Source: an optimization exercise on an open RTL-to-GDS flow (aim: small area, a short achievable clock period and few clock cycles per item). Production flows keep margins and buffers that such runs may drop. In this exercise RTL edits were held to simulation tests only and were not proved equivalent to the original.

== job 2929 ==
Design skim_pixel, start of the top module:
module skim_pixel (
    input  wire        clk,
    input  wire        rst,           
    input  wire        in_valid,
    output reg         in_ready,
    input  wire [13:0] in_code,       
    input  wire        in_ovr,        
    input  wire [15:0] in_tapm_ofs,   
    input  wire [15:0] in_tapm_gain,  
    input  wire [15:0] in_dark,       
    input  wire [15:0] in_gain,       
    input  wire        in_dead,       
    input  wire        in_bypass,     
    input  wire        in_last,       
    output reg         out_valid,
    input  wire        out_ready,
    output reg  [15:0] out_pix,
    output reg         out_sat,       
    output reg         out_dead,      
    output reg         out_nsat,      
    output reg         out_last
);
Size in the first run: roughly 2,400 cells after synthesis, roughly 180 flip-flops, ~110 I/O pins, ~25,000 µm² of cells after synthesis.
export LEC_CHECK = 0
export CAP_MARGIN = 20
export CORE_MARGIN = 2
export CORE_UTILIZATION = 40
export CTS_CLUSTER_SIZE = 40
export SLEW_MARGIN = 20
export SYNTH_HIERARCHICAL = 1
create_clock -name core_clock -period 60.0 [get_ports {clk}]
standard.sh (not shown) runs the stock make flow with config.mk's settings and CLKGATE_MAP_FILE= SYNTH_SCRIPT=/design/flow/synth_recipe.tcl, a recipe that flattens the netlist after the stock synthesis.
==> flow/flow/run.sh <==
#!/bin/bash
# The standard layout (standard synthesis included), with timing repair
# aiming at a 13 ns period instead of leaving the clock's 47 ns of slack unused,
# and faster port buffers. Each step's full output goes to ORFS's own logs
# under orfs/logs; make's output goes to standard.log.
set -euo pipefail
bash standard.sh SETUP_SLACK_MARGIN=47 "BUFFER_PORTS_ARGS=-buffer_cell sky130_fd_sc_hd__buf_1" finish > standard.log 2>&1
Testbench counts of job 2929, summed over its fixed seeds: cycles 32,733, items 30,720.
--- input diff job 2929..job 5676 ---
- CTS_CLUSTER_SIZE changed from 40 to 80
[summary]
Met2 track demand over resource in global routing: job 2929 vs job 5676 identical. From job 5676 to job 2929, half-perimeter wire length after placement did not move at all. Delta (job 5676 minus job 2929): number of buffer and inverter instances along the worst setup path level, data required time of the critical path did not really move. Compared with job 2929, in job 5676 critical path depth held steady, final-report hold violation count closely matched the old numbers, final worst slack held, mean instance size in the synthesized netlist ~0 delta. Diff job 2929..job 5676 | number of max-cap violations | unchanged. Relative area change from synthesis to final layout: job 2929 vs job 5676 — no meaningful difference. Reported for job 2929 and job 5676, via count turned out identical to the last digit.
Edits applied to the flow inputs when going from job 5676 to job 2223:
- a deleted CTS_CLUSTER_SIZE that had been 80
--- outcome ---
- Synthesized cell count: job 5676 vs job 2223 identical
- Diff job 5676..job 2223 | final area | unchanged
- The post-placement cell area was comparable across job 5676 and job 2223.
- Diff job 2223..job 5676 | maximum clock frequency | unchanged
- As far as count of non-filler cells in the finished layout goes, job 2223 and job 5676 are indistinguishable; the numbers are identical.

--- another note on this design; it stands on its own ---

==> inputs of 06-06 <==
==> flow/design.v (excerpt) <==
module skim_pixel (
    input  wire        clk,
    input  wire        rst,           
    input  wire        in_valid,
    output reg         in_ready,
    input  wire [13:0] in_code,       
    input  wire        in_ovr,        
    input  wire [15:0] in_tapm_ofs,   
    input  wire [15:0] in_tapm_gain,  
    input  wire [15:0] in_dark,       
    input  wire [15:0] in_gain,       
    input  wire        in_dead,       
    input  wire        in_bypass,     
    input  wire        in_last,       
    output reg         out_valid,
    input  wire        out_ready,
    output reg  [15:0] out_pix,
    output reg         out_sat,       
    output reg         out_dead,      
    output reg         out_nsat,      
    output reg         out_last
);
    reg        p0_v;
    reg [13:0] p0_code;
    reg [15:0] p0_ofs_n;              
    reg        p0_ovr;
    reg [15:0] p0_tg;
  ...
==> flow/config.mk <==
export PLATFORM = sky130hd
export DESIGN_NAME = skim_pixel
export DESIGN_NICKNAME = skim_pixel
export VERILOG_FILES = /design/flow/design.v
export SDC_FILE = /design/flow/constraint.sdc
export NUM_CORES = 4
export LEC_CHECK = 0
export CAP_MARGIN = 20
export CORE_MARGIN = 2
export CORE_UTILIZATION = 40
export SLEW_MARGIN = 20
export SYNTH_HIERARCHICAL = 1
==> flow/constraint.sdc <==
create_clock -name core_clock -period 60.0 [get_ports {clk}]
set_input_delay 12.0000 -clock core_clock [delete_from_list [all_inputs] [get_ports {clk}]]
set_output_delay 12.0000 -clock core_clock [all_outputs]
set_load 0.01 [all_outputs]
run.sh (not shown) runs the stock make flow with config.mk's settings and CLKGATE_MAP_FILE= SYNTH_SCRIPT=/design/flow/synth_recipe.tcl, a recipe that flattens the netlist after the stock synthesis.
==> inputs of 06-13, as changes to 06-06 <==
==> flow/flow/run.sh (new file) <==
#!/bin/bash
# The standard layout (standard synthesis included), with timing repair
# aiming at a 13 ns period instead of leaving the clock's 47 ns of slack unused,
# and faster port buffers. Each step's full output goes to ORFS's own logs
# under orfs/logs; make's output goes to standard.log.
set -euo pipefail
bash standard.sh SETUP_SLACK_MARGIN=47 "BUFFER_PORTS_ARGS=-buffer_cell sky130_fd_sc_hd__buf_2" finish > standard.log 2>&1
==> flow/standard.sh (new file) <==
#!/bin/bash
# synth_recipe.tcl (not shown) runs the flow's synth.tcl, then flattens the netlist and writes it again
# the make line also repeats each setting of config.mk as NAME=value (left out here)
make -C /OpenROAD-flow-scripts/flow DESIGN_CONFIG=/design/flow/config.mk WORK_HOME=/design/flow/orfs CLKGATE_MAP_FILE= SYNTH_SCRIPT=/design/flow/synth_recipe.tcl "${@:-finish}"
removed: flow/run.sh
==> results.txt <==
vias in the first global route 20000; Worst Path Arrival 1.10 ns; buffering overhead 3.19%; dpl ws 46.61 ns; fin crit share 21.8%; Final Instance Area 27300 um^2; status timing/DRC/antenna clean; worst setup path end out_pix[10]
# the run above: 06-13

==> results.txt <==
status timing/DRC/antenna clean; buffering overhead 4.45%; Logic inverters 174; fin crit share 22.6%; Post-Syn Area 25200 um^2; vias in the first global route between 20000 and 25000; filler instances 5901; dpl ws 46.08 ns; top-count cell post-synth nand2_1; Final Instance Area 27700 um^2; antenna fix cells 1; Worst Path Arrival roughly 1.6 ns; Final Util around 44%; worst setup path end out_pix[1]
# the run above: 06-06

Testbench counts of 06-06, summed over its fixed seeds: cycles 32,733, items 30,720.
Testbench counts of 06-13, summed over its fixed seeds: cycles 32,733, items 30,720.

==> port drivers added, routing unchanged <==
No port has a modelled driver above. Below, the same layouts with a new extraction and two added sets of constraints.
Step 1 (the two cells are an assumption about what drives the block):
set clk [get_ports {clk}]
set_driving_cell -lib_cell sky130_fd_sc_hd__clkbuf_16 $clk
set_driving_cell -lib_cell sky130_fd_sc_hd__buf_2 [delete_from_list [all_inputs] $clk]
Step 2 moves the port delays by t, midway between the first and last clock arrival at a register: inputs arrive t later, outputs are due t later. That takes back most of the time a late clock gives input paths.
Three values: no drivers, after step 1, after step 2; two values: the first two.
run	shift t [ns]	setup slack, ns	worst setup path at the end	slew at the worst register clock pin (ns)
job 2929	0.555	46.878 / 46.822 / 46.716	input to register	0.10 / 0.10
job 5676	0.555	46.878 / 46.822 / 46.716	input to register	0.10 / 0.10
job 2223	0.555	46.878 / 46.822 / 46.716	input to register	0.10 / 0.10
06-06	0.548	46.445 / 46.391 / 46.442	input to register	0.08 / 0.08
06-13	0.549	46.902 / 46.849 / 46.621	input to register	0.09 / 0.09
After both steps setup and hold are still met in every run listed. The setup slack of 06-13, which loses most, moves by -0.053 ns with the drivers and by -0.281 ns with both steps.
